From an optimization exercise on the open Yosys and OpenROAD flow, aimed at small area and a short achievable clock period; shortcuts taken in it are not production practice.
RTL that was checked went through simulation tests only; none was proved equivalent to the original.
No activity file was given, so power comes from the tool's default toggle rates.

==> yarrow: inputs <==
## welt_rx_flight
module welt_rx_flight (
    input  wire         clk,
    input  wire         rst,           
    input  wire         cfg_enc,       
    input  wire         in_valid,
    input  wire [255:0] in_data,       
    output reg          s_valid,
    output reg  [2:0]   s_kind,
    output reg          s_fwd,
    output reg          s_hfail,
    output reg          f_valid,
    output reg  [1:0]   f_result,
    output reg          f_crc_ok,
    output reg          f_hdr_ok,
    output reg  [15:0]  f_fseq,
    output reg          f_fill_next,
    output wire [15:0]  f_ack_seq,
    output wire         f_nak,
    output wire [1:0]   f_nak_rpl
);
==> flow/config.mk <==
export PLATFORM = sky130hd
export DESIGN_NAME = welt_rx_flight
export DESIGN_NICKNAME = welt_rx_flight
export VERILOG_FILES = /design/flow/design.v
export SDC_FILE = /design/flow/constraint.sdc
export NUM_CORES = 4
export LEC_CHECK = 0
export CAP_MARGIN = 40
export CORE_MARGIN = 2
export CORE_UTILIZATION = 25
export SLEW_MARGIN = 40
==> flow/constraint.sdc <==
create_clock -name core_clock -period 10.0 [get_ports {clk}]
set_input_delay 2.0000 -clock core_clock [delete_from_list [all_inputs] [get_ports {clk}]]
set_output_delay 2.0000 -clock core_clock [all_outputs]
set_load 0.01 [all_outputs]
run.sh (not shown) runs the stock make flow with config.mk's settings and CLKGATE_MAP_FILE= SYNTH_SCRIPT=/design/flow/synth_recipe.tcl, a recipe that flattens the netlist after the stock synthesis.
==> garnet: changes against yarrow <==
--- a/flow/design.v
+++ b/flow/design.v
@@ -32,12 +32,22 @@
     reg         v1;
     reg [255:0] d1;
     always @(posedge clk) begin
         v1 <= in_valid && !rst;
         d1 <= in_data;
     end
+    reg [8:0]  rem;         
+    reg        rem_nz;      
+    reg [8:0]  rem_saved;   
+    reg        saved_nz;    
+    reg        hfail_seen;
+    reg [15:0] ack_seq;
+    reg [15:0] ack_seq_p1;  
+    reg        nak;
+    reg [1:0]  nak_rpl;
+    reg [1:0]  last_rpl;    
     reg [4:0]  pos;         
     reg        fill_cur;    
     reg        restart;     
     reg [31:0] s;           
     wire [31:0] se = restart ? 32'h9a317c73 : s;    
     wire [31:0] s_next;     
@@ -948,14 +958,24 @@
     wire is_tag  = (pos == 5'd30) && cfg_enc;
     reg        v2;
     reg        seal2, fill2, tag2;
     reg [15:0] hs2;         
     reg [21:0] f2;          
     reg        fn2;         
-    reg [1:0]  rpl2;        
     reg        empty2;      
+    reg        link2;       
+    reg        lenz2;       
+    reg        lenover2;    
+    reg        eq0_2;       
+    reg        acc2;        
+    reg [1:0]  rpl2;        
+    wire [15:0] d_fseq  = d1[15:0];
+    wire [1:0]  d_rpl   = d1[38:37];
+    wire        d_empty = d1[152];
+    wire        d_eq1   = (d_fseq == ack_seq_p1);
+    wire        d_acc   = !d_empty && d_eq1 && (!nak || d_rpl != nak_rpl);
     always @(posedge clk) begin
         if (rst) begin
             pos      <= 5'd0;
             fill_cur <= 1'b0;
             restart  <= 1'b1;
             v2       <= 1'b0;
@@ -972,84 +992,93 @@
         seal2  <= is_seal;
         fill2  <= is_fill;
         tag2   <= is_tag;
         hs2    <= hs ^ 16'ha53d;
         f2     <= d1[21:0];
         fn2    <= d1[35];
-        rpl2   <= d1[38:37];
-        empty2 <= d1[152];
+        rpl2     <= d_rpl;
+        empty2   <= d_empty;
+        link2    <= (d1[10:0] == 11'h7FF);
+        lenz2    <= (d1[21:13] == 9'd0);
+        lenover2 <= (d1[21:13] > MAX_LEN);
+        eq0_2    <= (d_fseq == ack_seq);
+        acc2     <= d_acc;
     end
-    reg [8:0]  rem;
-    reg [8:0]  rem_saved;
-    reg        hfail_seen;
-    reg [15:0] ack_seq;
-    reg        nak;
-    reg [1:0]  nak_rpl;
-    reg [1:0]  last_rpl;
     wire [8:0]  hdr_len  = f2[21:13];
     wire [15:0] fseq     = f2[15:0];
-    wire        is_link  = (f2[10:0] == 11'h7FF);
     wire        hbad2    = (hs2 != 16'd0);
     reg [2:0] kind;
     always @* begin
         if (seal2)              kind = K_SEAL;
         else if (fill2)         kind = K_FILL;
         else if (tag2)          kind = K_TAG;
-        else if (rem != 9'd0)   kind = K_DATA;
-        else if (is_link)       kind = K_LINK;
+        else if (rem_nz)        kind = K_DATA;
+        else if (link2)         kind = K_LINK;
         else                    kind = K_HEADER;
     end
-    wire hfail = ((kind == K_HEADER) && (hbad2 || hdr_len > MAX_LEN)) ||
-                 ((kind == K_LINK) && hbad2);
-    wire fwd   = ((kind == K_HEADER) || (kind == K_DATA)) &&
-                 !hfail && !hfail_seen && !nak;
+    wire is_hdr  = !seal2 && !fill2 && !tag2 && !rem_nz && !link2;
+    wire is_data = !seal2 && !fill2 && !tag2 && rem_nz;
+    wire is_link = !seal2 && !fill2 && !tag2 && !rem_nz && link2;
+    wire hfail   = (is_hdr && (hbad2 || lenover2)) || (is_link && hbad2);
+    wire fwd     = (is_hdr || is_data) && !hfail && !hfail_seen && !nak;
     wire crc_ok = (s == 32'ha047508c);
     wire good   = crc_ok && !hfail_seen;
+    wire accept = good && acc2;
     reg [1:0] result;
     always @* begin
         if (!good)
             result = R_FAIL;
         else if (empty2)
-            result = (fseq == ack_seq) ? R_EMPTY : R_DISCARD;
-        else if ((fseq == ack_seq + 16'd1) && (!nak || rpl2 != nak_rpl))
+            result = eq0_2 ? R_EMPTY : R_DISCARD;
+        else if (acc2)
             result = R_ACCEPT;
         else
             result = R_DISCARD;
     end
+    wire rem_is1 = (rem == 9'd1);
     always @(posedge clk) begin
         if (rst) begin
             rem        <= 9'd0;
+            rem_nz     <= 1'b0;
             rem_saved  <= 9'd0;
+            saved_nz   <= 1'b0;
             hfail_seen <= 1'b0;
             ack_seq    <= 16'hFFFF;
+            ack_seq_p1 <= 16'h0000;
             nak        <= 1'b0;
             nak_rpl    <= 2'd0;
             last_rpl   <= 2'd0;
             s_valid    <= 1'b0;
             f_valid    <= 1'b0;
         end else begin
             s_valid <= v2;
             f_valid <= v2 && seal2;
             if (v2) begin
                 if (!seal2) begin
-                    if (kind == K_DATA)
-                        rem <= rem - 9'd1;
-                    else if (kind == K_HEADER)
-                        rem <= hdr_len;
+                    if (is_data) begin
+                        rem    <= rem - 9'd1;
+                        rem_nz <= !rem_is1;
+                    end else if (is_hdr) begin
+                        rem    <= hdr_len;
+                        rem_nz <= !lenz2;
+                    end
                     if (hfail)
                         hfail_seen <= 1'b1;
                 end else begin
                     hfail_seen <= 1'b0;
-                    if (result == R_ACCEPT) begin
-                        rem_saved <= rem;
-                        ack_seq   <= fseq;
-                        last_rpl  <= rpl2;
-                        nak       <= 1'b0;
+                    if (accept) begin
+                        rem_saved  <= rem;
+                        saved_nz   <= rem_nz;
+                        ack_seq    <= fseq;
+                        ack_seq_p1 <= fseq + 16'd1;
+                        last_rpl   <= rpl2;
+                        nak        <= 1'b0;
                     end else begin
-                        rem <= rem_saved;
-                        if (result == R_FAIL && !nak) begin
+                        rem    <= rem_saved;
+                        rem_nz <= saved_nz;
+                        if (!good && !nak) begin
                             nak     <= 1'b1;
                             nak_rpl <= last_rpl;
                         end
                     end
                 end
             end
==> flow/flow/run.sh (new file) <==
#!/bin/bash
# Layout flow: the standard ORFS flow (standard.sh, unchanged synthesis).
# The only change: the port buffers that ORFS inserts on every input and
# output are sky130_fd_sc_hd__buf_1 instead of ORFS's default pick
# (clkdlybuf4s50_1, a slow delay cell).  Clock, period and I/O constraints
# are the standard flow's own.
set -euo pipefail
export BUFFER_PORTS_ARGS="-buffer_cell sky130_fd_sc_hd__buf_1"
bash standard.sh > standard.log 2>&1
==> flow/standard.sh (new file) <==
#!/bin/bash
# synth_recipe.tcl (not shown) runs the flow's synth.tcl, then flattens the netlist and writes it again
# the make line also repeats each setting of config.mk as NAME=value (left out here)
make -C /OpenROAD-flow-scripts/flow DESIGN_CONFIG=/design/flow/config.mk WORK_HOME=/design/flow/orfs CLKGATE_MAP_FILE= SYNTH_SCRIPT=/design/flow/synth_recipe.tcl "${@:-finish}"
- CAP_MARGIN: 40 -> 0
- CORE_UTILIZATION: 25 -> 50
- SLEW_MARGIN: 40 -> 0
removed: flow/run.sh
==> lagoon: changes against yarrow <==
--- a/flow/design.v
+++ b/flow/design.v
@@ -26,18 +26,24 @@
     localparam [2:0] K_SEAL   = 3'd5;
     localparam [1:0] R_ACCEPT  = 2'd0;
     localparam [1:0] R_EMPTY   = 2'd1;
     localparam [1:0] R_DISCARD = 2'd2;
     localparam [1:0] R_FAIL    = 2'd3;
     localparam [8:0] MAX_LEN = 9'd320;
-    reg         v1;
-    reg [255:0] d1;
-    always @(posedge clk) begin
-        v1 <= in_valid && !rst;
-        d1 <= in_data;
-    end
+    wire         v1 = in_valid;
+    wire [255:0] d1 = in_data;
+    reg [8:0]  rem;         
+    reg        rem_nz;      
+    reg [8:0]  rem_saved;   
+    reg        saved_nz;    
+    reg        hfail_seen;
+    reg [15:0] ack_seq;
+    reg [15:0] ack_seq_p1;  
+    reg        nak;
+    reg [1:0]  nak_rpl;
+    reg [1:0]  last_rpl;    
     reg [4:0]  pos;         
     reg        fill_cur;    
     reg        restart;     
     reg [31:0] s;           
     wire [31:0] se = restart ? 32'h9a317c73 : s;    
     wire [31:0] s_next;     
@@ -948,14 +954,24 @@
     wire is_tag  = (pos == 5'd30) && cfg_enc;
     reg        v2;
     reg        seal2, fill2, tag2;
     reg [15:0] hs2;         
     reg [21:0] f2;          
     reg        fn2;         
-    reg [1:0]  rpl2;        
     reg        empty2;      
+    reg        link2;       
+    reg        lenz2;       
+    reg        lenover2;    
+    reg        eq0_2;       
+    reg        acc2;        
+    reg [1:0]  rpl2;        
+    wire [15:0] d_fseq  = d1[15:0];
+    wire [1:0]  d_rpl   = d1[38:37];
+    wire        d_empty = d1[152];
+    wire        d_eq1   = (d_fseq == ack_seq_p1);
+    wire        d_acc   = !d_empty && d_eq1 && (!nak || d_rpl != nak_rpl);
     always @(posedge clk) begin
         if (rst) begin
             pos      <= 5'd0;
             fill_cur <= 1'b0;
             restart  <= 1'b1;
             v2       <= 1'b0;
@@ -972,84 +988,93 @@
         seal2  <= is_seal;
         fill2  <= is_fill;
         tag2   <= is_tag;
         hs2    <= hs ^ 16'ha53d;
         f2     <= d1[21:0];
         fn2    <= d1[35];
-        rpl2   <= d1[38:37];
-        empty2 <= d1[152];
+        rpl2     <= d_rpl;
+        empty2   <= d_empty;
+        link2    <= (d1[10:0] == 11'h7FF);
+        lenz2    <= (d1[21:13] == 9'd0);
+        lenover2 <= (d1[21:13] > MAX_LEN);
+        eq0_2    <= (d_fseq == ack_seq);
+        acc2     <= d_acc;
     end
-    reg [8:0]  rem;
-    reg [8:0]  rem_saved;
-    reg        hfail_seen;
-    reg [15:0] ack_seq;
-    reg        nak;
-    reg [1:0]  nak_rpl;
-    reg [1:0]  last_rpl;
     wire [8:0]  hdr_len  = f2[21:13];
     wire [15:0] fseq     = f2[15:0];
-    wire        is_link  = (f2[10:0] == 11'h7FF);
     wire        hbad2    = (hs2 != 16'd0);
     reg [2:0] kind;
     always @* begin
         if (seal2)              kind = K_SEAL;
         else if (fill2)         kind = K_FILL;
         else if (tag2)          kind = K_TAG;
-        else if (rem != 9'd0)   kind = K_DATA;
-        else if (is_link)       kind = K_LINK;
+        else if (rem_nz)        kind = K_DATA;
+        else if (link2)         kind = K_LINK;
         else                    kind = K_HEADER;
     end
-    wire hfail = ((kind == K_HEADER) && (hbad2 || hdr_len > MAX_LEN)) ||
-                 ((kind == K_LINK) && hbad2);
-    wire fwd   = ((kind == K_HEADER) || (kind == K_DATA)) &&
-                 !hfail && !hfail_seen && !nak;
+    wire is_hdr  = !seal2 && !fill2 && !tag2 && !rem_nz && !link2;
+    wire is_data = !seal2 && !fill2 && !tag2 && rem_nz;
+    wire is_link = !seal2 && !fill2 && !tag2 && !rem_nz && link2;
+    wire hfail   = (is_hdr && (hbad2 || lenover2)) || (is_link && hbad2);
+    wire fwd     = (is_hdr || is_data) && !hfail && !hfail_seen && !nak;
     wire crc_ok = (s == 32'ha047508c);
     wire good   = crc_ok && !hfail_seen;
+    wire accept = good && acc2;
     reg [1:0] result;
     always @* begin
         if (!good)
             result = R_FAIL;
         else if (empty2)
-            result = (fseq == ack_seq) ? R_EMPTY : R_DISCARD;
-        else if ((fseq == ack_seq + 16'd1) && (!nak || rpl2 != nak_rpl))
+            result = eq0_2 ? R_EMPTY : R_DISCARD;
+        else if (acc2)
             result = R_ACCEPT;
         else
             result = R_DISCARD;
     end
+    wire rem_is1 = (rem == 9'd1);
     always @(posedge clk) begin
         if (rst) begin
             rem        <= 9'd0;
+            rem_nz     <= 1'b0;
             rem_saved  <= 9'd0;
+            saved_nz   <= 1'b0;
             hfail_seen <= 1'b0;
             ack_seq    <= 16'hFFFF;
+            ack_seq_p1 <= 16'h0000;
             nak        <= 1'b0;
             nak_rpl    <= 2'd0;
             last_rpl   <= 2'd0;
             s_valid    <= 1'b0;
             f_valid    <= 1'b0;
         end else begin
             s_valid <= v2;
             f_valid <= v2 && seal2;
             if (v2) begin
                 if (!seal2) begin
-                    if (kind == K_DATA)
-                        rem <= rem - 9'd1;
-                    else if (kind == K_HEADER)
-                        rem <= hdr_len;
+                    if (is_data) begin
+                        rem    <= rem - 9'd1;
+                        rem_nz <= !rem_is1;
+                    end else if (is_hdr) begin
+                        rem    <= hdr_len;
+                        rem_nz <= !lenz2;
+                    end
                     if (hfail)
                         hfail_seen <= 1'b1;
                 end else begin
                     hfail_seen <= 1'b0;
-                    if (result == R_ACCEPT) begin
-                        rem_saved <= rem;
-                        ack_seq   <= fseq;
-                        last_rpl  <= rpl2;
-                        nak       <= 1'b0;
+                    if (accept) begin
+                        rem_saved  <= rem;
+                        saved_nz   <= rem_nz;
+                        ack_seq    <= fseq;
+                        ack_seq_p1 <= fseq + 16'd1;
+                        last_rpl   <= rpl2;
+                        nak        <= 1'b0;
                     end else begin
-                        rem <= rem_saved;
-                        if (result == R_FAIL && !nak) begin
+                        rem    <= rem_saved;
+                        rem_nz <= saved_nz;
+                        if (!good && !nak) begin
                             nak     <= 1'b1;
                             nak_rpl <= last_rpl;
                         end
                     end
                 end
             end
==> flow/flow/run.sh (new file) <==
#!/bin/bash
# Layout flow: the standard ORFS flow (standard.sh, unchanged synthesis),
# with two placement/repair settings passed to ORFS through the environment:
#  - the port buffers that ORFS inserts on every input and output are
#    sky130_fd_sc_hd__buf_1 instead of the default pick (clkdlybuf4s50_1);
#  - timing repair works to a setup slack margin (SETUP_SLACK_MARGIN ns).
# The clock, its period and the I/O constraints are the standard flow's own.
set -euo pipefail
export BUFFER_PORTS_ARGS="-buffer_cell sky130_fd_sc_hd__buf_1"
export SETUP_SLACK_MARGIN=6.5
bash standard.sh > standard.log 2>&1
==> flow/standard.sh (new file) <==
#!/bin/bash
# synth_recipe.tcl (not shown) runs the flow's synth.tcl, then flattens the netlist and writes it again
# the make line also repeats each setting of config.mk as NAME=value (left out here)
make -C /OpenROAD-flow-scripts/flow DESIGN_CONFIG=/design/flow/config.mk WORK_HOME=/design/flow/orfs CLKGATE_MAP_FILE= SYNTH_SCRIPT=/design/flow/synth_recipe.tcl "${@:-finish}"
- CAP_MARGIN: 40 -> 20
- CORE_UTILIZATION: 25 -> 40
- SLEW_MARGIN: 40 -> 20
removed: flow/run.sh
==> results.txt <==
- Status: complete, but fails checks
- Layout check faults: max-capacitance violations, max-slew violations
- Slew Viols, Final: 17
- Worst Max-Slew Pin Slew: around 1700 ps
- Max Cap Viol: 8
[end of results for garnet]
==> results.txt <==
- Power Combinational: 12.8 mW
- Max Cap Viol: 0
- Clock buf/inv share: roughly 1.4%
- Slew Viols, Final: 0
- Status: no timing/DRC/antenna violations
- Worst Max-Slew Pin Slew: 1070 ps
[end of results for lagoon]
==> results.txt <==
- Status: no timing/DRC/antenna violations
- Max Cap Viol: 0
- Hold Crit Depth: 0
- Chip width: roughly 350 um
- Gr busiest metal: met2
- GR Layer Usage met2: around 51%
- Slew Viols, Final: 0
- Wl on met1: between 80000 and 90000 um
- Initial Util: roughly 25%
- Worst Max-Slew Pin Slew: 1080 ps
[end of results for yarrow]
Only the layout flow was run in yarrow and lagoon; the RTL was not checked for function there.

## port drivers added, routing unchanged
Ports are ideal in the flow. The routed layouts listed here were re-timed in OpenROAD. Step 1 (the two cells are an assumption about what drives the block):
set clk [get_ports {clk}]
set_driving_cell -lib_cell sky130_fd_sc_hd__clkbuf_16 $clk
set_driving_cell -lib_cell sky130_fd_sc_hd__buf_2 [delete_from_list [all_inputs] $clk]
Step 2 moves the port delays by t, midway between the first and last clock arrival at a register: inputs arrive t later, outputs are due t later. That takes back most of the time a late clock gives input paths. a / b / c = ideal ports / drivers / drivers and shift; a / b = the first two.
| run | shift t [ns] | slack for setup (ns) | worst setup path after step 2 |
|---|---|---|---|
| yarrow | 0.718 | 5.710 / 5.710 / 5.710 | register to register |
| garnet | 0.691 | 5.219 / 5.219 / 5.219 | register to register |
| lagoon | 0.591 | 5.769 / 5.792 / 5.201 | input to register |
For lagoon, which loses most, drivers alone change the setup slack by +0.023 ns; drivers and shift together by -0.568 ns.
